Source: an optimization exercise on an open RTL-to-GDS flow (aim: small area, a short achievable clock period and few clock cycles per item). Production flows keep margins and buffers that such runs may drop. No run shown here included a check of the RTL's function; only the layout flow was run.

## flow/design.v (module list and top-level ports; edited modules follow where they fit)
// module flow_hash: 1057 lines
module flow_hash (
    input  wire         clk,
    input  wire         rst,         
    input  wire         in_valid,
    output wire         in_ready,
    input  wire [1:0]   in_op,       
    input  wire [3:0]   in_len,      
    input  wire         in_frag,     
    input  wire [31:0]  in_seed,
    input  wire [511:0] in_words,    
    output wire         out_valid,
    input  wire         out_ready,
    output wire [31:0]  out_hash
);
  // ...
==> flow/flow/run.sh <==
#!/bin/bash
# Own layout flow: the standard layout (standard.sh: ORFS synthesis to
# final layout, unchanged), except that the port buffers that global
# placement inserts on every input and output are the platform's smallest
# plain buffer (buf_1) instead of the clkdlybuf4s50_1 delay cell that
# buffer_ports picks by default.  Repair may still resize them.
set -euo pipefail
export BUFFER_PORTS_ARGS="-buffer_cell sky130_fd_sc_hd__buf_1"
bash standard.sh finish > standard_flow.log 2>&1
==> flow/standard.sh <==
#!/bin/bash
# synth_recipe.tcl (not shown) runs the flow's synth.tcl, then flattens the netlist and writes it again
# the make line also repeats each setting of config.mk as NAME=value (left out here)
make -C /OpenROAD-flow-scripts/flow DESIGN_CONFIG=/design/flow/config.mk WORK_HOME=/design/flow/orfs CLKGATE_MAP_FILE= SYNTH_SCRIPT=/design/flow/synth_recipe.tcl "${@:-finish}"
==> flow/config.mk <==
export PLATFORM = sky130hd
export DESIGN_NAME = flow_hash
export DESIGN_NICKNAME = flow_hash
export VERILOG_FILES = /design/flow/design.v
export SDC_FILE = /design/flow/constraint.sdc
export NUM_CORES = 4
export LEC_CHECK = 0
export CAP_MARGIN = 20
export CORE_MARGIN = 2
export CORE_UTILIZATION = 40
export SETUP_SLACK_MARGIN = 4.4
export SLEW_MARGIN = 20
export TNS_END_PERCENT = 100
==> flow/constraint.sdc <==
create_clock -name core_clock -period 8.0 [get_ports {clk}]
set_input_delay 1.6000 -clock core_clock [delete_from_list [all_inputs] [get_ports {clk}]]
set_output_delay 1.6000 -clock core_clock [all_outputs]
set_load 0.01 [all_outputs]
==> flow_summary.toml, run 1 <==
[status]
status = "no timing/DRC/antenna violations"

[min_path]
min_path_type = "flop to flop"
min_to = "ov"

[layout]
reg.largest.list = "g1 x32, res x32"
area_growth_pct = 36.7
multi_input_comb_area_sq_mm = 0.0222
fin_area_sq_mm = 0.0311
clkbuf_count = 9
multi_input_gates = 2150

[global_route]
grt_max_degree = 52
met3_usage = 0.0695

[logic_synthesis]
netlist.area_leader.share = 0.183
synth_compound_area_frac = 0.129
ys_seq_area_frac = 0.0862

[worst_setup_path]
crit_arrival_ns = 5.04
critPathKind = "input pin to flop"
max_stage_delay_ns = 0.68
cp-startpoint = "in_len[3]"
critical_path.top_delay_family = "XOR/XNOR gates"
r2r_cells = 20
cp_slowest_cell = "or4_4"
end_kind = "flop"

[die]
nWellTaps = 756
die-area_sq_mm = 0.0588
start_util = 0.404
fp.dieW_um = 243

[sta]
finalSetupTns_ns = 0

[clock_tree]
clock_path_buffers = 2
root_buffer = "clkbuf_16"
cts.htree.levels = 3

[place]
gp_congestion = 1.05

[route]
ant_nets = 0
avgRoutedWirePerCell_um = 27.5
==> inputs of run 2 (changes only) <==
--- a/flow/design.v
+++ b/flow/design.v
@@ -443,51 +443,49 @@
     assign c6_g7[0] = c6_g6[1] | (c6_e6[1] & c6_g6[0]);
     assign c6_e7[0] = c6_e6[1] & c6_e6[0];
     assign c6_g7[1] = c6_g6[2];
     assign c6_e7[1] = c6_e6[2];
     wire [0:0] c6_g8, c6_e8;
     assign c6_g8[0] = c6_g7[1] | (c6_e7[1] & c6_g7[0]);
     assign c6_e8[0] = c6_e7[1] & c6_e7[0];
     assign gt6 = c6_g8[0];
-    wire keep4 = ~gt4;
-    wire keep6 = ~gt6;
-    wire swap4 = op_hsy4 & ~keep4;
-    wire swap6 = op_hsy6 & ~keep6;
+    wire swap4 = op_hsy4 & gt4;
+    wire swap6 = op_hsy6 & gt6;
     wire [3:0] nm1 = op_hash ? in_len : (op_hsy4 ? 4'd3 : 4'd9);
     wire [31:0] e0 = w0;
-    wire en1 = (op_hash & (in_len >= 4'd1)) | op_hsy4 | op_hsy6;
+    wire en1 = ~(op_hash & (in_len == 4'd0));
+    wire en2 = (op_hash & (in_len >= 4'd2)) | (op_hsy4 & ~in_frag) | op_hsy6;
+    wire en3 = (op_hash & (in_len >= 4'd3)) | op_hsy6;
+    wire en4 = (op_hash & (in_len >= 4'd4)) | op_hsy6;
+    wire en5 = (op_hash & (in_len >= 4'd5)) | op_hsy6;
+    wire en6 = (op_hash & (in_len >= 4'd6)) | op_hsy6;
+    wire en7 = (op_hash & (in_len >= 4'd7)) | op_hsy6;
+    wire en8 = (op_hash & (in_len >= 4'd8)) | (op_hsy6 & ~in_frag);
+    wire en9 = op_hash & (in_len >= 4'd9);
+    wire en10 = op_hash & (in_len >= 4'd10);
+    wire en11 = op_hash & (in_len >= 4'd11);
+    wire en12 = op_hash & (in_len >= 4'd12);
+    wire en13 = op_hash & (in_len >= 4'd13);
+    wire en14 = op_hash & (in_len >= 4'd14);
+    wire en15 = op_hash & (in_len >= 4'd15);
     wire [31:0] e1 = en1 ? w1 : 32'd0;
-    wire en2 = (op_hash & (in_len >= 4'd2)) | ((op_hsy4 | op_hsy6) & ~in_frag) | (op_hsy6 & in_frag);
     wire [31:0] e2 = en2 ? w2 : 32'd0;
-    wire en3 = (op_hash & (in_len >= 4'd3)) | op_hsy6;
     wire [31:0] e3 = en3 ? w3 : 32'd0;
-    wire en4 = (op_hash & (in_len >= 4'd4)) | op_hsy6;
     wire [31:0] e4 = en4 ? w4 : 32'd0;
-    wire en5 = (op_hash & (in_len >= 4'd5)) | op_hsy6;
     wire [31:0] e5 = en5 ? w5 : 32'd0;
-    wire en6 = (op_hash & (in_len >= 4'd6)) | op_hsy6;
     wire [31:0] e6 = en6 ? w6 : 32'd0;
-    wire en7 = (op_hash & (in_len >= 4'd7)) | op_hsy6;
     wire [31:0] e7 = en7 ? w7 : 32'd0;
-    wire en8 = (op_hash & (in_len >= 4'd8)) | (op_hsy6 & ~in_frag);
     wire [31:0] e8 = en8 ? w8 : 32'd0;
-    wire en9 = (op_hash & (in_len >= 4'd9));
     wire [31:0] e9 = en9 ? w9 : 32'd0;
-    wire en10 = (op_hash & (in_len >= 4'd10));
     wire [31:0] e10 = en10 ? w10 : 32'd0;
-    wire en11 = (op_hash & (in_len >= 4'd11));
     wire [31:0] e11 = en11 ? w11 : 32'd0;
-    wire en12 = (op_hash & (in_len >= 4'd12));
     wire [31:0] e12 = en12 ? w12 : 32'd0;
-    wire en13 = (op_hash & (in_len >= 4'd13));
     wire [31:0] e13 = en13 ? w13 : 32'd0;
-    wire en14 = (op_hash & (in_len >= 4'd14));
     wire [31:0] e14 = en14 ? w14 : 32'd0;
-    wire en15 = (op_hash & (in_len >= 4'd15));
     wire [31:0] e15 = en15 ? w15 : 32'd0;
     wire [31:0] pr4 = {op_hsy4 ? w3[7:0] : 8'd0, 24'd0};
     wire [31:0] pr6 = {op_hsy6 ? w9[7:0] : 8'd0, 24'd0};
     wire [31:0] r0 = {e0[4:0], e0[31:5]};
     wire [31:0] r1 = {e1[9:0], e1[31:10]};
     wire [31:0] r2 = {e2[14:0], e2[31:15]};
     wire [31:0] r3 = {e3[19:0], e3[31:20]};
     wire [31:0] r4 = {e4[24:0], e4[31:25]};
@@ -507,551 +505,410 @@
     wire [31:0] fa = r0 ^ r1 ^ r2 ^ r3;      
     wire [31:0] fb = r4 ^ r5 ^ r6 ^ r7;      
     wire [31:0] fc = r8 ^ r9 ^ r10 ^ r11 ^ q3 ^ q9;
     wire [31:0] fd = r12 ^ r13 ^ r14 ^ r15 ^ in_seed;
     wire [31:0] fold = (fa ^ fb) ^ (fc ^ fd);
     wire [31:0] d01 = w0 ^ w1;
     wire [15:0] x4  = sp4 ^ dp4;
     wire [31:0] x4w = {x4, x4};
-    wire [31:0] cor4 = {d01[16:0], d01[31:17]} ^ {d01[21:0], d01[31:22]} ^ {x4w[26:0], x4w[31:27]};    
+    wire [31:0] cor4 = {d01[4:0], d01[31:5]} ^ {d01[9:0], d01[31:10]} ^ {x4w[14:0], x4w[31:15]};
     wire [31:0] fb20 = {fb[11:0], fb[31:12]};
-    wire [31:0] pq  = fa ^ fb20;
-    wire [15:0] x6  = sp6 ^ dp6;
-    wire [31:0] x6w = {x6, x6};
-    wire [31:0] cor6 = {pq[13:0], pq[31:14]} ^ {pq[1:0], pq[31:2]} ^ {x6w[26:0], x6w[31:27]};   
-    wire [31:0] t0 = {fold[26:0], fold[31:27]};
-    wire [31:0] t1 = nm1[0] ? {t0[26:0], t0[31:27]} : t0;
-    wire [31:0] t2 = nm1[1] ? {t1[21:0], t1[31:22]} : t1;
-    wire [31:0] t3 = nm1[2] ? {t2[11:0], t2[31:12]} : t2;
-    wire [31:0] t4 = nm1[3] ? {t3[23:0], t3[31:24]} : t3;
-    wire [31:0] hrot = t4 ^ ((swap4 ? cor4 : 32'd0) | (swap6 ? cor6 : 32'd0));
-    reg         v1;
+    wire [31:0] pq   = fa ^ fb20;
+    wire [15:0] x6   = sp6 ^ dp6;
+    wire [31:0] x6w  = {x6, x6};
+    wire [31:0] cor6 = pq ^ {pq[19:0], pq[31:20]} ^ {x6w[12:0], x6w[31:13]};
+    wire [31:0] g = fold ^ ((swap4 ? cor4 : 32'd0) | (swap6 ? cor6 : 32'd0));
+    reg         v1, v2, ov;
     reg  [31:0] g1;
-    reg         ov;
+    reg  [3:0]  n1;
+    reg  [31:0] y2;
     reg  [31:0] res;
     wire stall = ov & ~out_ready;
     assign in_ready  = ~stall;
     assign out_valid = ov;
     assign out_hash  = res;
-    wire [31:0] hr = g1;
-    wire m1;
-    wire m2;
-    wire m3;
-    wire m4;
-    wire m5;
-    wire m6;
-    wire m7;
-    wire m8;
-    wire m9;
-    wire m10;
-    wire m11;
-    wire m12;
-    wire m13;
-    wire m14;
-    wire m15;
-    wire m16;
-    wire m17;
-    wire m18;
-    wire m19;
-    wire m20;
-    wire m21;
-    wire m22;
-    wire m23;
-    wire m24;
-    wire m25;
-    wire m26;
-    wire m27;
-    wire m28;
-    wire m29;
-    wire m30;
-    wire m31;
-    wire m32;
-    wire m33;
-    wire m34;
-    wire m35;
-    wire m36;
-    wire m37;
-    wire m38;
-    wire m39;
-    wire m40;
-    wire m41;
-    wire m42;
-    wire m43;
-    wire m44;
-    wire m45;
-    wire m46;
-    wire m47;
-    wire m48;
-    wire m49;
-    wire m50;
-    wire m51;
-    wire m52;
-    wire m53;
-    wire m54;
-    wire m55;
-    wire m56;
-    wire m57;
-    wire m58;
-    wire m59;
-    wire m60;
-    wire m61;
-    wire m62;
-    wire m63;
-    wire m64;
-    wire m65;
-    wire m66;
-    wire m67;
-    wire m68;
-    wire m69;
-    wire m70;
-    wire m71;
-    wire m72;
-    wire m73;
-    wire m74;
-    wire m75;
-    wire m76;
-    wire m77;
-    wire m78;
-    wire m79;
-    wire m80;
-    wire m81;
-    wire m82;
-    wire m83;
-    wire m84;
-    wire m85;
-    wire m86;
-    wire m87;
-    wire m88;
-    wire m89;
-    wire m90;
-    wire m91;
-    wire m92;
-    wire m93;
-    wire m94;
-    wire m95;
-    wire m96;
-    wire m97;
-    wire m98;
-    wire m99;
-    wire m100;
-    wire m101;
-    wire m102;
-    wire m103;
-    wire m104;
-    wire m105;
-    wire m106;
-    wire m107;
-    wire m108;
-    wire m109;
-    wire m110;
-    wire m111;
-    wire m112;
-    wire m113;
-    wire m114;
-    wire m115;
-    wire m116;
-    wire m117;
-    wire m118;
-    wire m119;
-    wire m120;
-    wire m121;
-    wire m122;
-    wire m123;
-    wire m124;
-    wire m125;
-    wire m126;
-    wire m127;
-    wire m128;
-    wire m129;
-    wire m130;
-    wire m131;
-    wire m132;
-    wire m133;
-    wire m134;
-    wire m135;
-    wire m136;
-    wire m137;
-    wire m138;
-    wire m139;
-    wire m140;
-    wire m141;
-    wire m142;
-    wire m143;
-    wire m144;
-    wire m145;
-    wire m146;
-    wire m147;
-    wire m148;
-    wire m149;
-    wire m150;
-    wire m151;
-    wire m152;
-    wire m153;
-    wire m154;
-    wire m155;
-    wire m156;
-    wire m157;
-    wire m158;
-    wire m159;
-    wire m160;
-    wire m161;
-    wire m162;
-    wire m163;
-    wire m164;
-    wire m165;
-    wire m166;
-    wire m167;
-    wire m168;
-    wire m169;
-    wire m170;
-    wire m171;
-    wire m172;
-    wire m173;
-    wire m174;
-    wire m175;
-    wire m176;
-    wire m177;
-    wire m178;
-    wire m179;
-    wire m180;
-    wire m181;
-    wire m182;
-    wire m183;
-    wire m184;
-    wire m185;
-    wire m186;
-    wire m187;
-    wire m188;
-    wire m189;
-    wire m190;
-    wire m191;
-    wire m192;
-    wire m193;
-    wire m194;
-    wire m195;
-    wire m196;
-    wire m197;
-    wire m198;
-    wire m199;
-    wire m200;
-    wire m201;
-    wire m202;
-    wire m203;
-    wire m204;
-    wire m205;
-    wire m206;
-    wire m207;
-    wire m208;
-    wire m209;
-    wire m210;
-    wire m211;
-    wire m212;
-    wire m213;
-    wire m214;
-    wire m215;
-    wire m216;
-    wire m217;
-    wire m218;
-    wire m219;
-    wire m220;
-    wire m221;
-    wire m222;
-    wire m223;
-    wire m224;
-    wire m225;
-    wire m226;
-    wire m227;
-    wire m228;
-    wire m229;
-    wire m230;
-    wire m231;
-    wire m232;
-    wire m233;
-    wire m234;
-    wire m235;
-    wire m236;
-    wire m237;
-    wire m238;
-    wire m239;
-    wire m240;
-    wire m241;
-    wire m242;
-    wire m243;
-    wire m244;
-    wire m245;
-    wire m246;
-    wire m247;
-    wire m248;
-    wire m249;
-    wire m250;
-    wire m251;
-    wire m252;
-    assign m1 = hr[4] ^ ~hr[0] ^ 1'b1;
-    assign m2 = (hr[4] & ~hr[0]) | (hr[4] & 1'b1) | (~hr[0] & 1'b1);
-    assign m3 = hr[6] ^ ~hr[2] ^ ~hr[0];
-    assign m4 = (hr[6] & ~hr[2]) | (hr[6] & ~hr[0]) | (~hr[2] & ~hr[0]);
-    assign m5 = hr[7] ^ ~hr[3] ^ ~hr[1];
-    assign m6 = (hr[7] & ~hr[3]) | (hr[7] & ~hr[1]) | (~hr[3] & ~hr[1]);
-    assign m7 = hr[8] ^ ~hr[4] ^ ~hr[2];
-    assign m8 = (hr[8] & ~hr[4]) | (hr[8] & ~hr[2]) | (~hr[4] & ~hr[2]);
-    assign m9 = hr[9] ^ ~hr[5] ^ ~hr[3];
-    assign m10 = (hr[9] & ~hr[5]) | (hr[9] & ~hr[3]) | (~hr[5] & ~hr[3]);
-    assign m11 = hr[10] ^ ~hr[6] ^ ~hr[4];
-    assign m12 = (hr[10] & ~hr[6]) | (hr[10] & ~hr[4]) | (~hr[6] & ~hr[4]);
-    assign m13 = hr[11] ^ ~hr[7] ^ ~hr[5];
-    assign m14 = (hr[11] & ~hr[7]) | (hr[11] & ~hr[5]) | (~hr[7] & ~hr[5]);
-    assign m15 = hr[2] ^ ~hr[0] ^ 1'b1;
-    assign m16 = (hr[2] & ~hr[0]) | (hr[2] & 1'b1) | (~hr[0] & 1'b1);
-    assign m17 = hr[12] ^ ~hr[8] ^ ~hr[6];
-    assign m18 = (hr[12] & ~hr[8]) | (hr[12] & ~hr[6]) | (~hr[8] & ~hr[6]);
-    assign m19 = hr[13] ^ ~hr[9] ^ ~hr[7];
-    assign m20 = (hr[13] & ~hr[9]) | (hr[13] & ~hr[7]) | (~hr[9] & ~hr[7]);
-    assign m21 = hr[14] ^ ~hr[10] ^ ~hr[8];
-    assign m22 = (hr[14] & ~hr[10]) | (hr[14] & ~hr[8]) | (~hr[10] & ~hr[8]);
-    assign m23 = hr[15] ^ ~hr[11] ^ ~hr[9];
-    assign m24 = (hr[15] & ~hr[11]) | (hr[15] & ~hr[9]) | (~hr[11] & ~hr[9]);
-    assign m25 = hr[6] ^ ~hr[4] ^ ~hr[0];
-    assign m26 = (hr[6] & ~hr[4]) | (hr[6] & ~hr[0]) | (~hr[4] & ~hr[0]);
-    assign m27 = hr[16] ^ ~hr[12] ^ ~hr[10];
-    assign m28 = (hr[16] & ~hr[12]) | (hr[16] & ~hr[10]) | (~hr[12] & ~hr[10]);
-    assign m29 = hr[7] ^ ~hr[5] ^ ~hr[1];
-    assign m30 = (hr[7] & ~hr[5]) | (hr[7] & ~hr[1]) | (~hr[5] & ~hr[1]);
-    assign m31 = hr[17] ^ ~hr[13] ^ ~hr[11];
-    assign m32 = (hr[17] & ~hr[13]) | (hr[17] & ~hr[11]) | (~hr[13] & ~hr[11]);
-    assign m33 = hr[8] ^ ~hr[6] ^ ~hr[2];
-    assign m34 = (hr[8] & ~hr[6]) | (hr[8] & ~hr[2]) | (~hr[6] & ~hr[2]);
-    assign m35 = hr[18] ^ ~hr[14] ^ ~hr[12];
-    assign m36 = (hr[18] & ~hr[14]) | (hr[18] & ~hr[12]) | (~hr[14] & ~hr[12]);
-    assign m37 = hr[9] ^ ~hr[7] ^ ~hr[3];
-    assign m38 = (hr[9] & ~hr[7]) | (hr[9] & ~hr[3]) | (~hr[7] & ~hr[3]);
-    assign m39 = hr[19] ^ ~hr[15] ^ ~hr[13];
-    assign m40 = (hr[19] & ~hr[15]) | (hr[19] & ~hr[13]) | (~hr[15] & ~hr[13]);
-    assign m41 = hr[10] ^ ~hr[8] ^ ~hr[4];
-    assign m42 = (hr[10] & ~hr[8]) | (hr[10] & ~hr[4]) | (~hr[8] & ~hr[4]);
-    assign m43 = hr[20] ^ ~hr[16] ^ ~hr[14];
-    assign m44 = (hr[20] & ~hr[16]) | (hr[20] & ~hr[14]) | (~hr[16] & ~hr[14]);
-    assign m45 = hr[11] ^ ~hr[9] ^ ~hr[5];
-    assign m46 = (hr[11] & ~hr[9]) | (hr[11] & ~hr[5]) | (~hr[9] & ~hr[5]);
-    assign m47 = hr[21] ^ ~hr[17] ^ ~hr[15];
-    assign m48 = (hr[21] & ~hr[17]) | (hr[21] & ~hr[15]) | (~hr[17] & ~hr[15]);
-    assign m49 = hr[12] ^ ~hr[10] ^ ~hr[6];
-    assign m50 = (hr[12] & ~hr[10]) | (hr[12] & ~hr[6]) | (~hr[10] & ~hr[6]);
-    assign m51 = hr[22] ^ ~hr[18] ^ ~hr[16];
-    assign m52 = (hr[22] & ~hr[18]) | (hr[22] & ~hr[16]) | (~hr[18] & ~hr[16]);
-    assign m53 = hr[13] ^ ~hr[11] ^ ~hr[7];
-    assign m54 = (hr[13] & ~hr[11]) | (hr[13] & ~hr[7]) | (~hr[11] & ~hr[7]);
-    assign m55 = hr[23] ^ ~hr[19] ^ ~hr[17];
-    assign m56 = (hr[23] & ~hr[19]) | (hr[23] & ~hr[17]) | (~hr[19] & ~hr[17]);
-    assign m57 = hr[14] ^ ~hr[12] ^ ~hr[8];
-    assign m58 = (hr[14] & ~hr[12]) | (hr[14] & ~hr[8]) | (~hr[12] & ~hr[8]);
-    assign m59 = hr[24] ^ ~hr[20] ^ ~hr[18];
-    assign m60 = (hr[24] & ~hr[20]) | (hr[24] & ~hr[18]) | (~hr[20] & ~hr[18]);
-    assign m61 = hr[15] ^ ~hr[13] ^ ~hr[9];
-    assign m62 = (hr[15] & ~hr[13]) | (hr[15] & ~hr[9]) | (~hr[13] & ~hr[9]);
-    assign m63 = hr[25] ^ ~hr[21] ^ ~hr[19];
-    assign m64 = (hr[25] & ~hr[21]) | (hr[25] & ~hr[19]) | (~hr[21] & ~hr[19]);
-    assign m65 = hr[16] ^ ~hr[14] ^ ~hr[10];
-    assign m66 = (hr[16] & ~hr[14]) | (hr[16] & ~hr[10]) | (~hr[14] & ~hr[10]);
-    assign m67 = ~hr[6] ^ hr[3] ^ ~hr[0];
-    assign m68 = (~hr[6] & hr[3]) | (~hr[6] & ~hr[0]) | (hr[3] & ~hr[0]);
-    assign m69 = hr[26] ^ ~hr[22] ^ ~hr[20];
-    assign m70 = (hr[26] & ~hr[22]) | (hr[26] & ~hr[20]) | (~hr[22] & ~hr[20]);
-    assign m71 = hr[17] ^ ~hr[15] ^ ~hr[11];
-    assign m72 = (hr[17] & ~hr[15]) | (hr[17] & ~hr[11]) | (~hr[15] & ~hr[11]);
-    assign m73 = ~hr[7] ^ hr[4] ^ ~hr[1];
-    assign m74 = (~hr[7] & hr[4]) | (~hr[7] & ~hr[1]) | (hr[4] & ~hr[1]);
-    assign m75 = hr[27] ^ ~hr[23] ^ ~hr[21];
-    assign m76 = (hr[27] & ~hr[23]) | (hr[27] & ~hr[21]) | (~hr[23] & ~hr[21]);
-    assign m77 = hr[18] ^ ~hr[16] ^ ~hr[12];
-    assign m78 = (hr[18] & ~hr[16]) | (hr[18] & ~hr[12]) | (~hr[16] & ~hr[12]);
-    assign m79 = ~hr[8] ^ hr[5] ^ ~hr[2];
-    assign m80 = (~hr[8] & hr[5]) | (~hr[8] & ~hr[2]) | (hr[5] & ~hr[2]);
-    assign m81 = hr[28] ^ ~hr[24] ^ ~hr[22];
-    assign m82 = (hr[28] & ~hr[24]) | (hr[28] & ~hr[22]) | (~hr[24] & ~hr[22]);
-    assign m83 = hr[19] ^ ~hr[17] ^ ~hr[13];
-    assign m84 = (hr[19] & ~hr[17]) | (hr[19] & ~hr[13]) | (~hr[17] & ~hr[13]);
-    assign m85 = ~hr[9] ^ hr[6] ^ ~hr[3];
-    assign m86 = (~hr[9] & hr[6]) | (~hr[9] & ~hr[3]) | (hr[6] & ~hr[3]);
-    assign m87 = hr[29] ^ ~hr[25] ^ ~hr[23];
-    assign m88 = (hr[29] & ~hr[25]) | (hr[29] & ~hr[23]) | (~hr[25] & ~hr[23]);
-    assign m89 = hr[20] ^ ~hr[18] ^ ~hr[14];
-    assign m90 = (hr[20] & ~hr[18]) | (hr[20] & ~hr[14]) | (~hr[18] & ~hr[14]);
-    assign m91 = ~hr[10] ^ hr[7] ^ ~hr[4];
-    assign m92 = (~hr[10] & hr[7]) | (~hr[10] & ~hr[4]) | (hr[7] & ~hr[4]);
-    assign m93 = hr[30] ^ ~hr[26] ^ ~hr[24];
-    assign m94 = (hr[30] & ~hr[26]) | (hr[30] & ~hr[24]) | (~hr[26] & ~hr[24]);
-    assign m95 = hr[21] ^ ~hr[19] ^ ~hr[15];
-    assign m96 = (hr[21] & ~hr[19]) | (hr[21] & ~hr[15]) | (~hr[19] & ~hr[15]);
-    assign m97 = ~hr[11] ^ hr[8] ^ ~hr[5];
-    assign m98 = (~hr[11] & hr[8]) | (~hr[11] & ~hr[5]) | (hr[8] & ~hr[5]);
-    assign m99 = hr[31] ^ ~hr[27] ^ ~hr[25];
-    assign m100 = (hr[31] & ~hr[27]) | (hr[31] & ~hr[25]) | (~hr[27] & ~hr[25]);
-    assign m101 = hr[22] ^ ~hr[20] ^ ~hr[16];
-    assign m102 = (hr[22] & ~hr[20]) | (hr[22] & ~hr[16]) | (~hr[20] & ~hr[16]);
-    assign m103 = ~hr[12] ^ hr[9] ^ ~hr[6];
-    assign m104 = (~hr[12] & hr[9]) | (~hr[12] & ~hr[6]) | (hr[9] & ~hr[6]);
-    assign m105 = m2 ^ hr[5] ^ ~hr[1];
-    assign m106 = (m2 & hr[5]) | (m2 & ~hr[1]) | (hr[5] & ~hr[1]);
-    assign m107 = m8 ^ m9 ^ hr[0];
-    assign m108 = (m8 & m9) | (m8 & hr[0]) | (m9 & hr[0]);
-    assign m109 = m10 ^ m11 ^ hr[1];
-    assign m110 = (m10 & m11) | (m10 & hr[1]) | (m11 & hr[1]);
-    assign m111 = m12 ^ m13 ^ m15;
-    assign m112 = (m12 & m13) | (m12 & m15) | (m13 & m15);
-    assign m113 = m14 ^ m16 ^ m17;
-    assign m114 = (m14 & m16) | (m14 & m17) | (m16 & m17);
-    assign m115 = m18 ^ m19 ^ hr[4];
-    assign m116 = (m18 & m19) | (m18 & hr[4]) | (m19 & hr[4]);
-    assign m117 = m20 ^ m21 ^ hr[5];
-    assign m118 = (m20 & m21) | (m20 & hr[5]) | (m21 & hr[5]);
-    assign m119 = m22 ^ m23 ^ m25;
-    assign m120 = (m22 & m23) | (m22 & m25) | (m23 & m25);
-    assign m121 = m24 ^ m26 ^ m27;
-    assign m122 = (m24 & m26) | (m24 & m27) | (m26 & m27);
-    assign m123 = m28 ^ m30 ^ m31;
-    assign m124 = (m28 & m30) | (m28 & m31) | (m30 & m31);
-    assign m125 = m32 ^ m34 ^ m35;
-    assign m126 = (m32 & m34) | (m32 & m35) | (m34 & m35);
-    assign m127 = m36 ^ m38 ^ m39;
-    assign m128 = (m36 & m38) | (m36 & m39) | (m38 & m39);
-    assign m129 = m41 ^ ~hr[0] ^ 1'b1;
-    assign m130 = (m41 & ~hr[0]) | (m41 & 1'b1) | (~hr[0] & 1'b1);
-    assign m131 = m40 ^ m42 ^ m43;
-    assign m132 = (m40 & m42) | (m40 & m43) | (m42 & m43);
-    assign m133 = m44 ^ m46 ^ m47;
-    assign m134 = (m44 & m46) | (m44 & m47) | (m46 & m47);
-    assign m135 = m48 ^ m50 ^ m51;
-    assign m136 = (m48 & m50) | (m48 & m51) | (m50 & m51);
-    assign m137 = m53 ^ ~hr[3] ^ hr[0];
-    assign m138 = (m53 & ~hr[3]) | (m53 & hr[0]) | (~hr[3] & hr[0]);
-    assign m139 = m52 ^ m54 ^ m55;
-    assign m140 = (m52 & m54) | (m52 & m55) | (m54 & m55);
-    assign m141 = m57 ^ ~hr[4] ^ hr[1];
-    assign m142 = (m57 & ~hr[4]) | (m57 & hr[1]) | (~hr[4] & hr[1]);
-    assign m143 = m56 ^ m58 ^ m59;
-    assign m144 = (m56 & m58) | (m56 & m59) | (m58 & m59);
-    assign m145 = m61 ^ ~hr[5] ^ hr[2];
-    assign m146 = (m61 & ~hr[5]) | (m61 & hr[2]) | (~hr[5] & hr[2]);
-    assign m147 = m60 ^ m62 ^ m63;
-    assign m148 = (m60 & m62) | (m60 & m63) | (m62 & m63);
-    assign m149 = m65 ^ m67 ^ 1'b1;
-    assign m150 = (m65 & m67) | (m65 & 1'b1) | (m67 & 1'b1);
-    assign m151 = m64 ^ m66 ^ m68;
-    assign m152 = (m64 & m66) | (m64 & m68) | (m66 & m68);
-    assign m153 = m69 ^ m71 ^ m73;
-    assign m154 = (m69 & m71) | (m69 & m73) | (m71 & m73);
-    assign m155 = m70 ^ m72 ^ m74;
-    assign m156 = (m70 & m72) | (m70 & m74) | (m72 & m74);
-    assign m157 = m75 ^ m77 ^ m79;
-    assign m158 = (m75 & m77) | (m75 & m79) | (m77 & m79);
-    assign m159 = m76 ^ m78 ^ m80;
-    assign m160 = (m76 & m78) | (m76 & m80) | (m78 & m80);
-    assign m161 = m81 ^ m83 ^ m85;
-    assign m162 = (m81 & m83) | (m81 & m85) | (m83 & m85);
-    assign m163 = m82 ^ m84 ^ m86;
-    assign m164 = (m82 & m84) | (m82 & m86) | (m84 & m86);
-    assign m165 = m87 ^ m89 ^ m91;
-    assign m166 = (m87 & m89) | (m87 & m91) | (m89 & m91);
-    assign m167 = m88 ^ m90 ^ m92;
-    assign m168 = (m88 & m90) | (m88 & m92) | (m90 & m92);
-    assign m169 = m93 ^ m95 ^ m97;
-    assign m170 = (m93 & m95) | (m93 & m97) | (m95 & m97);
-    assign m171 = m94 ^ m96 ^ m98;
-    assign m172 = (m94 & m96) | (m94 & m98) | (m96 & m98);
-    assign m173 = m99 ^ m101 ^ m103;
-    assign m174 = (m99 & m101) | (m99 & m103) | (m101 & m103);
-    assign m175 = m106 ^ m3 ^ 1'b1;
-    assign m176 = (m106 & m3) | (m106 & 1'b1) | (m3 & 1'b1);
-    assign m177 = m112 ^ m113 ^ hr[3];
-    assign m178 = (m112 & m113) | (m112 & hr[3]) | (m113 & hr[3]);
-    assign m179 = m114 ^ m115 ^ ~hr[2];
-    assign m180 = (m114 & m115) | (m114 & ~hr[2]) | (m115 & ~hr[2]);
-    assign m181 = m116 ^ m117 ^ ~hr[3];
-    assign m182 = (m116 & m117) | (m116 & ~hr[3]) | (m117 & ~hr[3]);
-    assign m183 = m118 ^ m119 ^ 1'b1;
-    assign m184 = (m118 & m119) | (m118 & 1'b1) | (m119 & 1'b1);
-    assign m185 = m120 ^ m121 ^ m29;
-    assign m186 = (m120 & m121) | (m120 & m29) | (m121 & m29);
-    assign m187 = m122 ^ m123 ^ m33;
-    assign m188 = (m122 & m123) | (m122 & m33) | (m123 & m33);
-    assign m189 = m124 ^ m125 ^ m37;
-    assign m190 = (m124 & m125) | (m124 & m37) | (m125 & m37);
-    assign m191 = m126 ^ m127 ^ m129;
-    assign m192 = (m126 & m127) | (m126 & m129) | (m127 & m129);
-    assign m193 = m128 ^ m130 ^ m131;
-    assign m194 = (m128 & m130) | (m128 & m131) | (m130 & m131);
-    assign m195 = m132 ^ m133 ^ m49;
-    assign m196 = (m132 & m133) | (m132 & m49) | (m133 & m49);
-    assign m197 = m134 ^ m135 ^ m137;
-    assign m198 = (m134 & m135) | (m134 & m137) | (m135 & m137);
-    assign m199 = m136 ^ m138 ^ m139;
-    assign m200 = (m136 & m138) | (m136 & m139) | (m138 & m139);
-    assign m201 = m140 ^ m142 ^ m143;
-    assign m202 = (m140 & m142) | (m140 & m143) | (m142 & m143);
-    assign m203 = m144 ^ m146 ^ m147;
-    assign m204 = (m144 & m146) | (m144 & m147) | (m146 & m147);
-    assign m205 = m148 ^ m150 ^ m151;
-    assign m206 = (m148 & m150) | (m148 & m151) | (m150 & m151);
-    assign m207 = m152 ^ m154 ^ m155;
-    assign m208 = (m152 & m154) | (m152 & m155) | (m154 & m155);
-    assign m209 = m156 ^ m158 ^ m159;
-    assign m210 = (m156 & m158) | (m156 & m159) | (m158 & m159);
-    assign m211 = m160 ^ m162 ^ m163;
-    assign m212 = (m160 & m162) | (m160 & m163) | (m162 & m163);
-    assign m213 = m164 ^ m166 ^ m167;
-    assign m214 = (m164 & m166) | (m164 & m167) | (m166 & m167);
-    assign m215 = m168 ^ m170 ^ m171;
-    assign m216 = (m168 & m170) | (m168 & m171) | (m170 & m171);
-    assign m217 = m173 ^ hr[2] ^ hr[0];
-    assign m218 = (m173 & hr[2]) | (m173 & hr[0]) | (hr[2] & hr[0]);
-    assign m219 = m176 ^ m4 ^ m5;
-    assign m220 = (m176 & m4) | (m176 & m5) | (m4 & m5);
-    assign m221 = m192 ^ m193 ^ m45;
-    assign m222 = (m192 & m193) | (m192 & m45) | (m193 & m45);
-    assign m223 = m194 ^ m195 ^ ~hr[2];
-    assign m224 = (m194 & m195) | (m194 & ~hr[2]) | (m195 & ~hr[2]);
-    assign m225 = m198 ^ m199 ^ m141;
-    assign m226 = (m198 & m199) | (m198 & m141) | (m199 & m141);
-    assign m227 = m200 ^ m201 ^ m145;
-    assign m228 = (m200 & m201) | (m200 & m145) | (m201 & m145);
-    assign m229 = m202 ^ m203 ^ m149;
-    assign m230 = (m202 & m203) | (m202 & m149) | (m203 & m149);
-    assign m231 = m204 ^ m205 ^ m153;
-    assign m232 = (m204 & m205) | (m204 & m153) | (m205 & m153);
-    assign m233 = m206 ^ m207 ^ m157;
-    assign m234 = (m206 & m207) | (m206 & m157) | (m207 & m157);
-    assign m235 = m208 ^ m209 ^ m161;
-    assign m236 = (m208 & m209) | (m208 & m161) | (m209 & m161);
-    assign m237 = m210 ^ m211 ^ m165;
-    assign m238 = (m210 & m211) | (m210 & m165) | (m211 & m165);
-    assign m239 = m212 ^ m213 ^ m169;
-    assign m240 = (m212 & m213) | (m212 & m169) | (m213 & m169);
-    assign m241 = m214 ^ m215 ^ m217;
-    assign m242 = (m214 & m215) | (m214 & m217) | (m215 & m217);
-    assign m243 = m220 ^ m6 ^ m7;
-    assign m244 = (m220 & m6) | (m220 & m7) | (m6 & m7);
-    assign m245 = m224 ^ m196 ^ m197;
-    assign m246 = (m224 & m196) | (m224 & m197) | (m196 & m197);
-    assign m247 = m236 ^ m237 ^ hr[0];
-    assign m248 = (m236 & m237) | (m236 & hr[0]) | (m237 & hr[0]);
-    assign m249 = m238 ^ m239 ^ hr[1];
-    assign m250 = (m238 & m239) | (m238 & hr[1]) | (m239 & hr[1]);
-    assign m251 = m250 ^ m240 ^ m241;
-    assign m252 = (m250 & m240) | (m250 & m241) | (m240 & m241);
-    wire [31:0] ms = {m251, m248, m247, m234, m232, m230, m228, m226, m246, m245, m222, m221, m190, m188, m186, m184, m182, m180, m178, m177, m110, m108, m244, m243, m219, m175, m105, m1, hr[3], hr[2], hr[1], hr[0]};
-    wire [31:0] mc = {1'b0, m249, 1'b0, m235, m233, m231, m229, m227, m225, 1'b0, m223, ~hr[1], m191, m189, m187, m185, m183, m181, m179, ~hr[1], m111, m109, m107, 1'b0, 1'b0, 1'b0, 1'b0, 1'b0, 1'b0, 1'b0, 1'b0, 1'b0};
-    wire [31:0] prod = ms + mc;
-    wire [31:0] fin  = prod ^ {15'd0, prod[31:15]};
+    wire [31:0] t0 = {g1[26:0], g1[31:27]};
+    wire [31:0] t1 = n1[0] ? {t0[26:0], t0[31:27]} : t0;
+    wire [31:0] t2 = n1[1] ? {t1[21:0], t1[31:22]} : t1;
+    wire [31:0] t3 = n1[2] ? {t2[11:0], t2[31:12]} : t2;
+    wire [31:0] hr = n1[3] ? {t3[23:0], t3[31:24]} : t3;
+    wire ma_1;
+    wire ma_2;
+    assign ma_1 = ~hr[5] ^ ~hr[0];
+    assign ma_2 = ~hr[5] & ~hr[0];
+    wire ma_3;
+    wire ma_4;
+    assign ma_3 = ~hr[6] ^ ~hr[1];
+    assign ma_4 = ~hr[6] & ~hr[1];
+    wire ma_5;
+    wire ma_6;
+    assign ma_5 = ~hr[7] ^ ~hr[2] ^ hr[0];
+    assign ma_6 = (~hr[7] & ~hr[2]) | (~hr[7] & hr[0]) | (~hr[2] & hr[0]);
+    wire ma_7;
+    wire ma_8;
+    assign ma_7 = ~hr[8] ^ ~hr[3] ^ hr[1];
+    assign ma_8 = (~hr[8] & ~hr[3]) | (~hr[8] & hr[1]) | (~hr[3] & hr[1]);
+    wire ma_9;
+    wire ma_10;
+    assign ma_9 = ~hr[9] ^ ~hr[4] ^ hr[2];
+    assign ma_10 = (~hr[9] & ~hr[4]) | (~hr[9] & hr[2]) | (~hr[4] & hr[2]);
+    wire ma_11;
+    wire ma_12;
+    assign ma_11 = ~hr[10] ^ ~hr[5] ^ hr[3];
+    assign ma_12 = (~hr[10] & ~hr[5]) | (~hr[10] & hr[3]) | (~hr[5] & hr[3]);
+    wire ma_13;
+    wire ma_14;
+    assign ma_13 = ~hr[11] ^ ~hr[6] ^ hr[4];
+    assign ma_14 = (~hr[11] & ~hr[6]) | (~hr[11] & hr[4]) | (~hr[6] & hr[4]);
+    wire ma_15;
+    wire ma_16;
+    assign ma_15 = ~hr[12] ^ ~hr[7] ^ hr[5];
+    assign ma_16 = (~hr[12] & ~hr[7]) | (~hr[12] & hr[5]) | (~hr[7] & hr[5]);
+    wire ma_17;
+    wire ma_18;
+    assign ma_17 = ~hr[13] ^ ~hr[8] ^ hr[6];
+    assign ma_18 = (~hr[13] & ~hr[8]) | (~hr[13] & hr[6]) | (~hr[8] & hr[6]);
+    wire ma_19;
+    wire ma_20;
+    assign ma_19 = ~hr[14] ^ ~hr[9] ^ hr[7];
+    assign ma_20 = (~hr[14] & ~hr[9]) | (~hr[14] & hr[7]) | (~hr[9] & hr[7]);
+    wire ma_21;
+    wire ma_22;
+    assign ma_21 = ~hr[15] ^ ~hr[10] ^ hr[8];
+    assign ma_22 = (~hr[15] & ~hr[10]) | (~hr[15] & hr[8]) | (~hr[10] & hr[8]);
+    wire ma_23;
+    wire ma_24;
+    assign ma_23 = ~hr[16] ^ ~hr[11] ^ hr[9];
+    assign ma_24 = (~hr[16] & ~hr[11]) | (~hr[16] & hr[9]) | (~hr[11] & hr[9]);
+    wire ma_25;
+    wire ma_26;
+    assign ma_25 = ~hr[17] ^ ~hr[12] ^ hr[10];
+    assign ma_26 = (~hr[17] & ~hr[12]) | (~hr[17] & hr[10]) | (~hr[12] & hr[10]);
+    wire ma_27;
+    wire ma_28;
+    assign ma_27 = ~hr[18] ^ ~hr[13] ^ hr[11];
+    assign ma_28 = (~hr[18] & ~hr[13]) | (~hr[18] & hr[11]) | (~hr[13] & hr[11]);
+    wire ma_29;
+    wire ma_30;
+    assign ma_29 = ~hr[19] ^ ~hr[14] ^ hr[12];
+    assign ma_30 = (~hr[19] & ~hr[14]) | (~hr[19] & hr[12]) | (~hr[14] & hr[12]);
+    wire ma_31;
+    wire ma_32;
+    assign ma_31 = ~hr[20] ^ ~hr[15] ^ hr[13];
+    assign ma_32 = (~hr[20] & ~hr[15]) | (~hr[20] & hr[13]) | (~hr[15] & hr[13]);
+    wire ma_33;
+    wire ma_34;
+    assign ma_33 = ~hr[21] ^ ~hr[16] ^ hr[14];
+    assign ma_34 = (~hr[21] & ~hr[16]) | (~hr[21] & hr[14]) | (~hr[16] & hr[14]);
+    wire ma_35;
+    wire ma_36;
+    assign ma_35 = ~hr[22] ^ ~hr[17] ^ hr[15];
+    assign ma_36 = (~hr[22] & ~hr[17]) | (~hr[22] & hr[15]) | (~hr[17] & hr[15]);
+    wire ma_37;
+    wire ma_38;
+    assign ma_37 = ~hr[23] ^ ~hr[18] ^ hr[16];
+    assign ma_38 = (~hr[23] & ~hr[18]) | (~hr[23] & hr[16]) | (~hr[18] & hr[16]);
+    wire ma_39;
+    wire ma_40;
+    assign ma_39 = ~hr[24] ^ ~hr[19] ^ hr[17];
+    assign ma_40 = (~hr[24] & ~hr[19]) | (~hr[24] & hr[17]) | (~hr[19] & hr[17]);
+    wire ma_41;
+    wire ma_42;
+    assign ma_41 = ~hr[25] ^ ~hr[20] ^ hr[18];
+    assign ma_42 = (~hr[25] & ~hr[20]) | (~hr[25] & hr[18]) | (~hr[20] & hr[18]);
+    wire ma_43;
+    wire ma_44;
+    assign ma_43 = ~hr[26] ^ ~hr[21] ^ hr[19];
+    assign ma_44 = (~hr[26] & ~hr[21]) | (~hr[26] & hr[19]) | (~hr[21] & hr[19]);
+    wire ma_45;
+    wire ma_46;
+    assign ma_45 = ~hr[27] ^ ~hr[22] ^ hr[20];
+    assign ma_46 = (~hr[27] & ~hr[22]) | (~hr[27] & hr[20]) | (~hr[22] & hr[20]);
+    wire ma_47;
+    wire ma_48;
+    assign ma_47 = ~hr[28] ^ ~hr[23] ^ hr[21];
+    assign ma_48 = (~hr[28] & ~hr[23]) | (~hr[28] & hr[21]) | (~hr[23] & hr[21]);
+    wire ma_49;
+    wire ma_50;
+    assign ma_49 = ~hr[29] ^ ~hr[24] ^ hr[22];
+    assign ma_50 = (~hr[29] & ~hr[24]) | (~hr[29] & hr[22]) | (~hr[24] & hr[22]);
+    wire ma_51;
+    wire ma_52;
+    assign ma_51 = ~hr[30] ^ ~hr[25] ^ hr[23];
+    assign ma_52 = (~hr[30] & ~hr[25]) | (~hr[30] & hr[23]) | (~hr[25] & hr[23]);
+    wire ma_53;
+    wire ma_54;
+    assign ma_53 = ~hr[31] ^ ~hr[26] ^ hr[24];
+    assign ma_54 = (~hr[31] & ~hr[26]) | (~hr[31] & hr[24]) | (~hr[26] & hr[24]);
+    wire [31:0] ma_r0 = {ma_52, ma_50, ma_48, ma_46, ma_44, ma_42, ma_40, ma_38, ma_36, ma_34, ma_32, ma_30, ma_28, ma_26, ma_24, ma_22, ma_20, ma_18, ma_16, ma_14, ma_12, ma_10, ma_8, ma_6, ma_4, ma_2, 1'b1, ~hr[4], ~hr[3], ~hr[2], ~hr[1], ~hr[0]};
+    wire [31:0] ma_r1 = {ma_53, ma_51, ma_49, ma_47, ma_45, ma_43, ma_41, ma_39, ma_37, ma_35, ma_33, ma_31, ma_29, ma_27, ma_25, ma_23, ma_21, ma_19, ma_17, ma_15, ma_13, ma_11, ma_9, ma_7, ma_5, ma_3, ma_1, 1'b0, 1'b0, 1'b0, 1'b0, 1'b1};
+    wire [31:0] ya = ma_r0 + ma_r1;
+    wire mb_1;
+    wire mb_2;
+    assign mb_1 = ~y2[19] ^ ~y2[15];
+    assign mb_2 = ~y2[19] & ~y2[15];
+    wire mb_3;
+    wire mb_4;
+    assign mb_3 = ~y2[20] ^ ~y2[16];
+    assign mb_4 = ~y2[20] & ~y2[16];
+    wire mb_5;
+    wire mb_6;
+    assign mb_5 = ~y2[21] ^ ~y2[17];
+    assign mb_6 = ~y2[21] & ~y2[17];
+    wire mb_7;
+    wire mb_8;
+    assign mb_7 = ~y2[22] ^ ~y2[18];
+    assign mb_8 = ~y2[22] & ~y2[18];
+    wire mb_9;
+    wire mb_10;
+    assign mb_9 = ~y2[23] ^ ~y2[19];
+    assign mb_10 = ~y2[23] & ~y2[19];
+    wire mb_11;
+    wire mb_12;
+    assign mb_11 = ~y2[24] ^ ~y2[20] ^ y2[9];
+    assign mb_12 = (~y2[24] & ~y2[20]) | (~y2[24] & y2[9]) | (~y2[20] & y2[9]);
+    wire mb_13;
+    wire mb_14;
+    assign mb_13 = ~y2[5] ^ ~y2[0];
+    assign mb_14 = ~y2[5] & ~y2[0];
+    wire mb_15;
+    wire mb_16;
+    assign mb_15 = ~y2[25] ^ ~y2[21] ^ y2[10];
+    assign mb_16 = (~y2[25] & ~y2[21]) | (~y2[25] & y2[10]) | (~y2[21] & y2[10]);
+    wire mb_17;
+    wire mb_18;
+    assign mb_17 = ~y2[6] ^ ~y2[1];
+    assign mb_18 = ~y2[6] & ~y2[1];
+    wire mb_19;
+    wire mb_20;
+    assign mb_19 = ~y2[26] ^ ~y2[22] ^ y2[11];
+    assign mb_20 = (~y2[26] & ~y2[22]) | (~y2[26] & y2[11]) | (~y2[22] & y2[11]);
+    wire mb_21;
+    wire mb_22;
+    assign mb_21 = ~y2[7] ^ ~y2[2];
+    assign mb_22 = ~y2[7] & ~y2[2];
+    wire mb_23;
+    wire mb_24;
+    assign mb_23 = ~y2[27] ^ ~y2[23] ^ y2[12];
+    assign mb_24 = (~y2[27] & ~y2[23]) | (~y2[27] & y2[12]) | (~y2[23] & y2[12]);
+    wire mb_25;
+    wire mb_26;
+    assign mb_25 = ~y2[8] ^ ~y2[3];
+    assign mb_26 = ~y2[8] & ~y2[3];
+    wire mb_27;
+    wire mb_28;
+    assign mb_27 = ~y2[28] ^ ~y2[24] ^ y2[13];
+    assign mb_28 = (~y2[28] & ~y2[24]) | (~y2[28] & y2[13]) | (~y2[24] & y2[13]);
+    wire mb_29;
+    wire mb_30;
+    assign mb_29 = ~y2[9] ^ ~y2[4];
+    assign mb_30 = ~y2[9] & ~y2[4];
+    wire mb_31;
+    wire mb_32;
+    assign mb_31 = ~y2[29] ^ ~y2[25] ^ y2[14];
+    assign mb_32 = (~y2[29] & ~y2[25]) | (~y2[29] & y2[14]) | (~y2[25] & y2[14]);
+    wire mb_33;
+    wire mb_34;
+    assign mb_33 = ~y2[10] ^ ~y2[5];
+    assign mb_34 = ~y2[10] & ~y2[5];
+    wire mb_35;
+    wire mb_36;
+    assign mb_35 = ~y2[30] ^ ~y2[26] ^ y2[15];
+    assign mb_36 = (~y2[30] & ~y2[26]) | (~y2[30] & y2[15]) | (~y2[26] & y2[15]);
+    wire mb_37;
+    wire mb_38;
+    assign mb_37 = ~y2[11] ^ ~y2[6];
+    assign mb_38 = ~y2[11] & ~y2[6];
+    wire mb_39;
+    wire mb_40;
+    assign mb_39 = ~y2[31] ^ ~y2[27] ^ y2[16];
+    assign mb_40 = (~y2[31] & ~y2[27]) | (~y2[31] & y2[16]) | (~y2[27] & y2[16]);
+    wire mb_41;
+    wire mb_42;
+    assign mb_41 = ~y2[12] ^ ~y2[7];
+    assign mb_42 = ~y2[12] & ~y2[7];
+    wire mb_43;
+    wire mb_44;
+    assign mb_43 = y2[4] ^ ~y2[0];
+    assign mb_44 = y2[4] & ~y2[0];
+    wire mb_45;
+    wire mb_46;
+    assign mb_45 = y2[5] ^ ~y2[1] ^ mb_2;
+    assign mb_46 = (y2[5] & ~y2[1]) | (y2[5] & mb_2) | (~y2[1] & mb_2);
+    wire mb_47;
+    wire mb_48;
+    assign mb_47 = y2[6] ^ ~y2[2] ^ mb_4;
+    assign mb_48 = (y2[6] & ~y2[2]) | (y2[6] & mb_4) | (~y2[2] & mb_4);
+    wire mb_49;
+    wire mb_50;
+    assign mb_49 = y2[7] ^ ~y2[3] ^ mb_6;
+    assign mb_50 = (y2[7] & ~y2[3]) | (y2[7] & mb_6) | (~y2[3] & mb_6);
+    wire mb_51;
+    wire mb_52;
+    assign mb_51 = y2[8] ^ ~y2[4] ^ mb_8;
+    assign mb_52 = (y2[8] & ~y2[4]) | (y2[8] & mb_8) | (~y2[4] & mb_8);
+    wire mb_53;
+    wire mb_54;
+    assign mb_53 = 1'b1 ^ mb_10 ^ mb_11;
+    assign mb_54 = (1'b1 & mb_10) | (1'b1 & mb_11) | (mb_10 & mb_11);
+    wire mb_55;
+    wire mb_56;
+    assign mb_55 = mb_12 ^ mb_14 ^ mb_15;
+    assign mb_56 = (mb_12 & mb_14) | (mb_12 & mb_15) | (mb_14 & mb_15);
+    wire mb_57;
+    wire mb_58;
+    assign mb_57 = mb_16 ^ mb_18 ^ mb_19;
+    assign mb_58 = (mb_16 & mb_18) | (mb_16 & mb_19) | (mb_18 & mb_19);
+    wire mb_59;
+    wire mb_60;
+    assign mb_59 = mb_20 ^ mb_22 ^ mb_23;
+    assign mb_60 = (mb_20 & mb_22) | (mb_20 & mb_23) | (mb_22 & mb_23);
+    wire mb_61;
+    wire mb_62;
+    assign mb_61 = mb_24 ^ mb_26 ^ mb_27;
+    assign mb_62 = (mb_24 & mb_26) | (mb_24 & mb_27) | (mb_26 & mb_27);
+    wire mb_63;
+    wire mb_64;
+    assign mb_63 = mb_28 ^ mb_30 ^ mb_31;
+    assign mb_64 = (mb_28 & mb_30) | (mb_28 & mb_31) | (mb_30 & mb_31);
+    wire mb_65;
+    wire mb_66;
+    assign mb_65 = mb_32 ^ mb_34 ^ mb_35;
+    assign mb_66 = (mb_32 & mb_34) | (mb_32 & mb_35) | (mb_34 & mb_35);
+    wire mb_67;
+    wire mb_68;
+    assign mb_67 = mb_36 ^ mb_38 ^ mb_39;
+    assign mb_68 = (mb_36 & mb_38) | (mb_36 & mb_39) | (mb_38 & mb_39);
+    wire mb_69;
+    wire mb_70;
+    assign mb_69 = ~y2[4] ^ ~y2[0];
+    assign mb_70 = ~y2[4] & ~y2[0];
+    wire mb_71;
+    wire mb_72;
+    assign mb_71 = ~y2[5] ^ ~y2[1];
+    assign mb_72 = ~y2[5] & ~y2[1];
+    wire mb_73;
+    wire mb_74;
+    assign mb_73 = ~y2[6] ^ ~y2[2];
+    assign mb_74 = ~y2[6] & ~y2[2];
+    wire mb_75;
+    wire mb_76;
+    assign mb_75 = ~y2[7] ^ ~y2[3];
+    assign mb_76 = ~y2[7] & ~y2[3];
+    wire mb_77;
+    wire mb_78;
+    assign mb_77 = ~y2[8] ^ ~y2[4];
+    assign mb_78 = ~y2[8] & ~y2[4];
+    wire mb_79;
+    wire mb_80;
+    assign mb_79 = ~y2[9] ^ ~y2[5];
+    assign mb_80 = ~y2[9] & ~y2[5];
+    wire mb_81;
+    wire mb_82;
+    assign mb_81 = ~y2[10] ^ ~y2[6];
+    assign mb_82 = ~y2[10] & ~y2[6];
+    wire mb_83;
+    wire mb_84;
+    assign mb_83 = ~y2[11] ^ ~y2[7];
+    assign mb_84 = ~y2[11] & ~y2[7];
+    wire mb_85;
+    wire mb_86;
+    assign mb_85 = ~y2[12] ^ ~y2[8];
+    assign mb_86 = ~y2[12] & ~y2[8];
+    wire mb_87;
+    wire mb_88;
+    assign mb_87 = ~y2[13] ^ ~y2[9];
+    assign mb_88 = ~y2[13] & ~y2[9];
+    wire mb_89;
+    wire mb_90;
+    assign mb_89 = ~y2[14] ^ ~y2[10];
+    assign mb_90 = ~y2[14] & ~y2[10];
+    wire mb_91;
+    wire mb_92;
+    assign mb_91 = ~y2[15] ^ ~y2[11] ^ y2[0];
+    assign mb_92 = (~y2[15] & ~y2[11]) | (~y2[15] & y2[0]) | (~y2[11] & y2[0]);
+    wire mb_93;
+    wire mb_94;
+    assign mb_93 = ~y2[16] ^ ~y2[12] ^ y2[1];
+    assign mb_94 = (~y2[16] & ~y2[12]) | (~y2[16] & y2[1]) | (~y2[12] & y2[1]);
+    wire mb_95;
+    wire mb_96;
+    assign mb_95 = ~y2[17] ^ ~y2[13] ^ y2[2];
+    assign mb_96 = (~y2[17] & ~y2[13]) | (~y2[17] & y2[2]) | (~y2[13] & y2[2]);
+    wire mb_97;
+    wire mb_98;
+    assign mb_97 = ~y2[18] ^ ~y2[14] ^ y2[3];
+    assign mb_98 = (~y2[18] & ~y2[14]) | (~y2[18] & y2[3]) | (~y2[14] & y2[3]);
+    wire mb_99;
+    wire mb_100;
+    assign mb_99 = 1'b1 ^ mb_1 ^ mb_43;
+    assign mb_100 = (1'b1 & mb_1) | (1'b1 & mb_43) | (mb_1 & mb_43);
+    wire mb_101;
+    wire mb_102;
+    assign mb_101 = mb_3 ^ mb_44 ^ mb_45;
+    assign mb_102 = (mb_3 & mb_44) | (mb_3 & mb_45) | (mb_44 & mb_45);
+    wire mb_103;
+    wire mb_104;
+    assign mb_103 = mb_5 ^ mb_46 ^ mb_47;
+    assign mb_104 = (mb_5 & mb_46) | (mb_5 & mb_47) | (mb_46 & mb_47);
+    wire mb_105;
+    wire mb_106;
+    assign mb_105 = mb_7 ^ mb_48 ^ mb_49;
+    assign mb_106 = (mb_7 & mb_48) | (mb_7 & mb_49) | (mb_48 & mb_49);
+    wire mb_107;
+    wire mb_108;
+    assign mb_107 = mb_9 ^ mb_50 ^ mb_51;
+    assign mb_108 = (mb_9 & mb_50) | (mb_9 & mb_51) | (mb_50 & mb_51);
+    wire mb_109;
+    wire mb_110;
+    assign mb_109 = mb_13 ^ mb_52 ^ mb_53;
+    assign mb_110 = (mb_13 & mb_52) | (mb_13 & mb_53) | (mb_52 & mb_53);
+    wire mb_111;
+    wire mb_112;
+    assign mb_111 = mb_17 ^ mb_54 ^ mb_55;
+    assign mb_112 = (mb_17 & mb_54) | (mb_17 & mb_55) | (mb_54 & mb_55);
+    wire mb_113;
+    wire mb_114;
+    assign mb_113 = mb_21 ^ mb_56 ^ mb_57;
+    assign mb_114 = (mb_21 & mb_56) | (mb_21 & mb_57) | (mb_56 & mb_57);
+    wire mb_115;
+    wire mb_116;
+    assign mb_115 = mb_25 ^ mb_58 ^ mb_59;
+    assign mb_116 = (mb_25 & mb_58) | (mb_25 & mb_59) | (mb_58 & mb_59);
+    wire mb_117;
+    wire mb_118;
+    assign mb_117 = mb_29 ^ mb_60 ^ mb_61;
+    assign mb_118 = (mb_29 & mb_60) | (mb_29 & mb_61) | (mb_60 & mb_61);
+    wire mb_119;
+    wire mb_120;
+    assign mb_119 = mb_33 ^ mb_62 ^ mb_63;
+    assign mb_120 = (mb_33 & mb_62) | (mb_33 & mb_63) | (mb_62 & mb_63);
+    wire mb_121;
+    wire mb_122;
+    assign mb_121 = mb_37 ^ mb_64 ^ mb_65;
+    assign mb_122 = (mb_37 & mb_64) | (mb_37 & mb_65) | (mb_64 & mb_65);
+    wire mb_123;
+    wire mb_124;
+    assign mb_123 = mb_41 ^ mb_66 ^ mb_67;
+    assign mb_124 = (mb_41 & mb_66) | (mb_41 & mb_67) | (mb_66 & mb_67);
+    wire [31:0] mb_r0 = {mb_122, mb_120, mb_118, mb_116, mb_114, mb_112, mb_110, mb_108, mb_106, mb_104, mb_102, mb_100, mb_98, mb_96, mb_94, mb_92, mb_90, mb_88, mb_86, mb_84, mb_82, mb_80, mb_78, mb_76, mb_74, mb_72, mb_70, 1'b1, ~y2[3], ~y2[2], ~y2[1], ~y2[0]};
+    wire [31:0] mb_r1 = {mb_123, mb_121, mb_119, mb_117, mb_115, mb_113, mb_111, mb_109, mb_107, mb_105, mb_103, mb_101, mb_99, mb_97, mb_95, mb_93, mb_91, mb_89, mb_87, mb_85, mb_83, mb_81, mb_79, mb_77, mb_75, mb_73, mb_71, mb_69, 1'b0, 1'b0, 1'b0, 1'b1};
+    wire [31:0] prod = mb_r0 + mb_r1;
+    wire [31:0] fin = prod ^ {15'd0, prod[31:15]};
     always @(posedge clk) begin
         if (rst) begin
             v1 <= 1'b0;
+            v2 <= 1'b0;
             ov <= 1'b0;
         end else if (~stall) begin
             v1 <= in_valid;
-            ov <= v1;
+            v2 <= v1;
+            ov <= v2;
         end
         if (~stall) begin
-            g1  <= hrot;
+            g1  <= g;
+            n1  <= nm1;
+            y2  <= ya;
             res <= fin;
         end
     end
 endmodule
==> flow/config.mk (replaced) <==
export PLATFORM = sky130hd
export DESIGN_NAME = flow_hash
export DESIGN_NICKNAME = flow_hash
export VERILOG_FILES = /design/flow/design.v
export SDC_FILE = /design/flow/constraint.sdc
export NUM_CORES = 4
export LEC_CHECK = 0
export CAP_MARGIN = 20
export CORE_MARGIN = 2
export CORE_UTILIZATION = 40
export SETUP_SLACK_MARGIN = 4.0
export SLEW_MARGIN = 20
export TNS_END_PERCENT = 0
==> run 2 against run 1 <==
  * Die area rose by 11%
  * Fmax rose by 4.7%
  * Synthesized cell count rose by 20%
  * Cell area fell by 4.0%
  * Critical path type unchanged
  * Critical endpoint is now g1[12]
  * Largest cell class unchanged
==> flow_summary.toml, run 2 <==
[sta]
skew_ns = 0.0192
timing.slew.headroom = 0.279
tightest_slew_ns = 1.08
finalSetupViolCount = 0
maxSlewViolCount = 0
rsz0062_at_grt = "yes"
finalCritPeriodShare = 0.591
finalSetupTns_ns = 0
max_freq_mhz = 211
finalHoldViolations = 0
period_needed_ns = 4.73

[global_route]
grt_pass1_vias = 24900
antenna_found_initial = 4
grt_util_all_layers = 0.328
grt_max_degree = 77
overflow = 0
grt_pass1_wl_um = 161000

[layout]
nNetsFinal = 4598
fillers = 6403
layout-drive-gt1-share = 0.0702
reg.largest.list = "g1 x32, res x32, y2 x32"
area_growth_pct = 17.7
final_cell_mix = "581 x buf_1, 475 x xnor2_1, 405 x nand2_1"
finalNonFillerCells = 4567
layout_commonest_cell = "buf_1"

[clock_tree]
path_clk_slew_ns = 0.09
clock_latency_ns = 0.39
clock_path_buffers = 2
cts_tree = "done"
cts.htree.levels = 3
root_buffer = "clkbuf_16"
cts.sinks = 103
numCtsBuffers = 9

[route]
avgRoutedWirePerCell_um = 24.2
dr.pass1.iters = 9
drc = 0
drt_wl_total_um = 111000
via_per_inst = 5.55
vias = 25300
drt_iter0_drc = 2269
ant_nets = 0

[logic_synthesis]
syn_nets = 4056
yosys.area_share.simple = 0.168
synth.area.top_cells = "xnor2_1 17%, ha_1 13%, edfxtp_1 12%"
yosysUniqueCellTypes = 81
synth_compound_area_frac = 0.170
synth_common_cells = "488 x xnor2_1, 409 x nand2_1, 288 x inv_1, 273 x ha_1, 210 x xor2_1"
yosys.area.top_type = "xnor2_1"
netlist.area_leader.share = 0.168
synthMuxAreaShare = 0.0568
synthXorXnorAreaFrac = 0.241
syn_area_per_cell_sq_um = 8.00
ys_seq_area_frac = 0.121
synth-async-reset-ratio = 0
synth-seq-cells = 103
syn_area_sq_mm = 0.0254
synthAdderAreaFrac = 0.179
synth_top_family_by_area = "XOR/XNOR gates"
synth_edf_count = 100
ys.flop_type = "edfxtp_1"
yosys_warnings = 1
syn_inst = 3172
yosysMostFrequentCell = "xnor2_1"

[run]
max_cap_violations = 0

[die]
num_rows = 92
die-area_sq_mm = 0.0654
die_h_um = 256
num_io_pins = 589
start_util = 0.404
fp.dieW_um = 256
fp.coreArea_sq_mm = 0.0629

[worst_setup_path]
critPathKind = "input pin to flop"
end_kind = "flop"
cp.required_ns = 8.24
start_kind = "input pin"
crit_arrival_ns = 4.97
cp_max_fo = 25

[min_path]
min_path_type = "flop to flop"

[place]
dp_hpwl_um = 95300
dp.cells = 4502
gp_congestion = 1.05
portBuffers = 588

[status]
status = "no timing/DRC/antenna violations"
[run 2: changes by cell type after synthesis, sizes merged, moves of 46 or more]
| cell | previous run | this run |
|---|---|---|
| nand2 | 133 | 410 |
| o31ai | 30 | 85 |
| or2 | 3 | 55 |
| nand3 | 168 | 31 |
| or3 | 5 | 58 |
| xor2 | 164 | 210 |
| fa | 112 | 56 |
| ha | 221 | 273 |
| xnor3 | 67 | 0 |
| nor2 | 77 | 130 |
[run 2: final cells by class]
type	count	area (sq um)	share of cell area
clock buffer	9	225	0.00754
multi-input combinational	2642	21300	0.712
inverter	292	1120	0.0374
sequential	103	3060	0.103
timing repair inverter	1	5.00	0.000168
antenna	2	5.00	0.000168
timing repair buffer	665	3040	0.102
clock inverter	7	78.8	0.00264
tap	846	1060	0.0354
[run 2: metal layers]
| layer | routed length (um) | GRT usage | vias up | share of wire |
|---|---|---|---|---|
| met5 | 28 | 0 | - | 0.00025 |
| met2 | 51000 | 0.542 | 1171 | 0.46 |
| met3 | 7530 | 0.0390 | 274 | 0.068 |
| met1 | 44100 | 0.406 | 11900 | 0.40 |
| li1 | - | - | 12000 | - |
| met4 | 7950 | 0.206 | 4 | 0.072 |
[run 2: path summary, 6_finish.rpt]
path	from	endpoint	slack (ns)	cells past startpoint
max	in_op[1]	g1[12]	3.27	13
min	v2	ov	0.48	2
max reg2reg	n1[1]	y2[30]	3.34	19
min reg2reg	v2	ov	0.48	2
[run 2: logic make-up after synthesis]
kind of cell	count (synthesis)
AOI/OAI and AO/OA	599
xor gates and xnor gates	698
adders and majority gates	329
buffers and inverters	427
DFF	103
muxes	116
and+or+nand+nor	900
[run 2: worst max-delay path, stage by stage]
cell      delay [ns]
buf_4           0.21
buf_4           0.28
nor2_1          0.17
nand3_2         0.47
buf_4           0.39
nand2_1         0.11
xor2_1          0.44
xnor2_1         0.27
xor2_1          0.34
xnor2_1         0.13
or2_2           0.28
o32a_1          0.17
o211ai_1        0.08
[run 2: timing repair]
| action | in CTS | in global routing |
|---|---|---|
| gates cloned | 7 | 0 |
| pin swaps | 24 | 9 |
| hold buffers | 0 | 0 |
| gates resized for setup | 112 | 18 |
| setup buffers | 35 | 4 |
| endpoints found under the setup margin | 63 | 65 |
[run 2: through the flow]
stage	utilization	hold slack [ns]	worst slack (ns)	area [sq um]
global route	0.475	0.516	3.17	29900
CTS	0.473	0.477	3.39	29700
finish	0.475	0.478	3.27	29900
global placement	0.453	0.457	2.25	28500
floorplan	-	0.440	3.43	25600
detailed placement	0.453	0.457	2.16	28500

==> afterwards: timing with drivers on the ports <==
The flow's constraints put no driver on any port. The routed layouts listed below were extracted and timed again, unchanged, in two steps. Step 1 assumes that a clkbuf_16 drives the clock port and a buf_2 every other input. Step 2 also shifts input and output timing later by t, the mid clock arrival at the registers, as if the neighbouring blocks saw the same clock. a / b / c = ideal ports / drivers / drivers and shift; a / b = the first two.
run	t (ns)	slack for setup (ns)	hold slack, ns	slew at the worst register clock pin (ns)	worst data-port slew with drivers (ns)
run 1	0.386	3.048 / 3.039 / 2.653	0.473 / 0.473 / 0.473	0.06 / 0.06	0.15
run 2	0.435	3.271 / 3.301 / 2.866	0.478 / 0.478 / 0.478	0.09 / 0.09	0.12
After both steps every run listed still meets setup and hold. For run 2, which loses most, drivers alone change the setup slack by +0.030 ns; drivers and shift together by -0.405 ns.
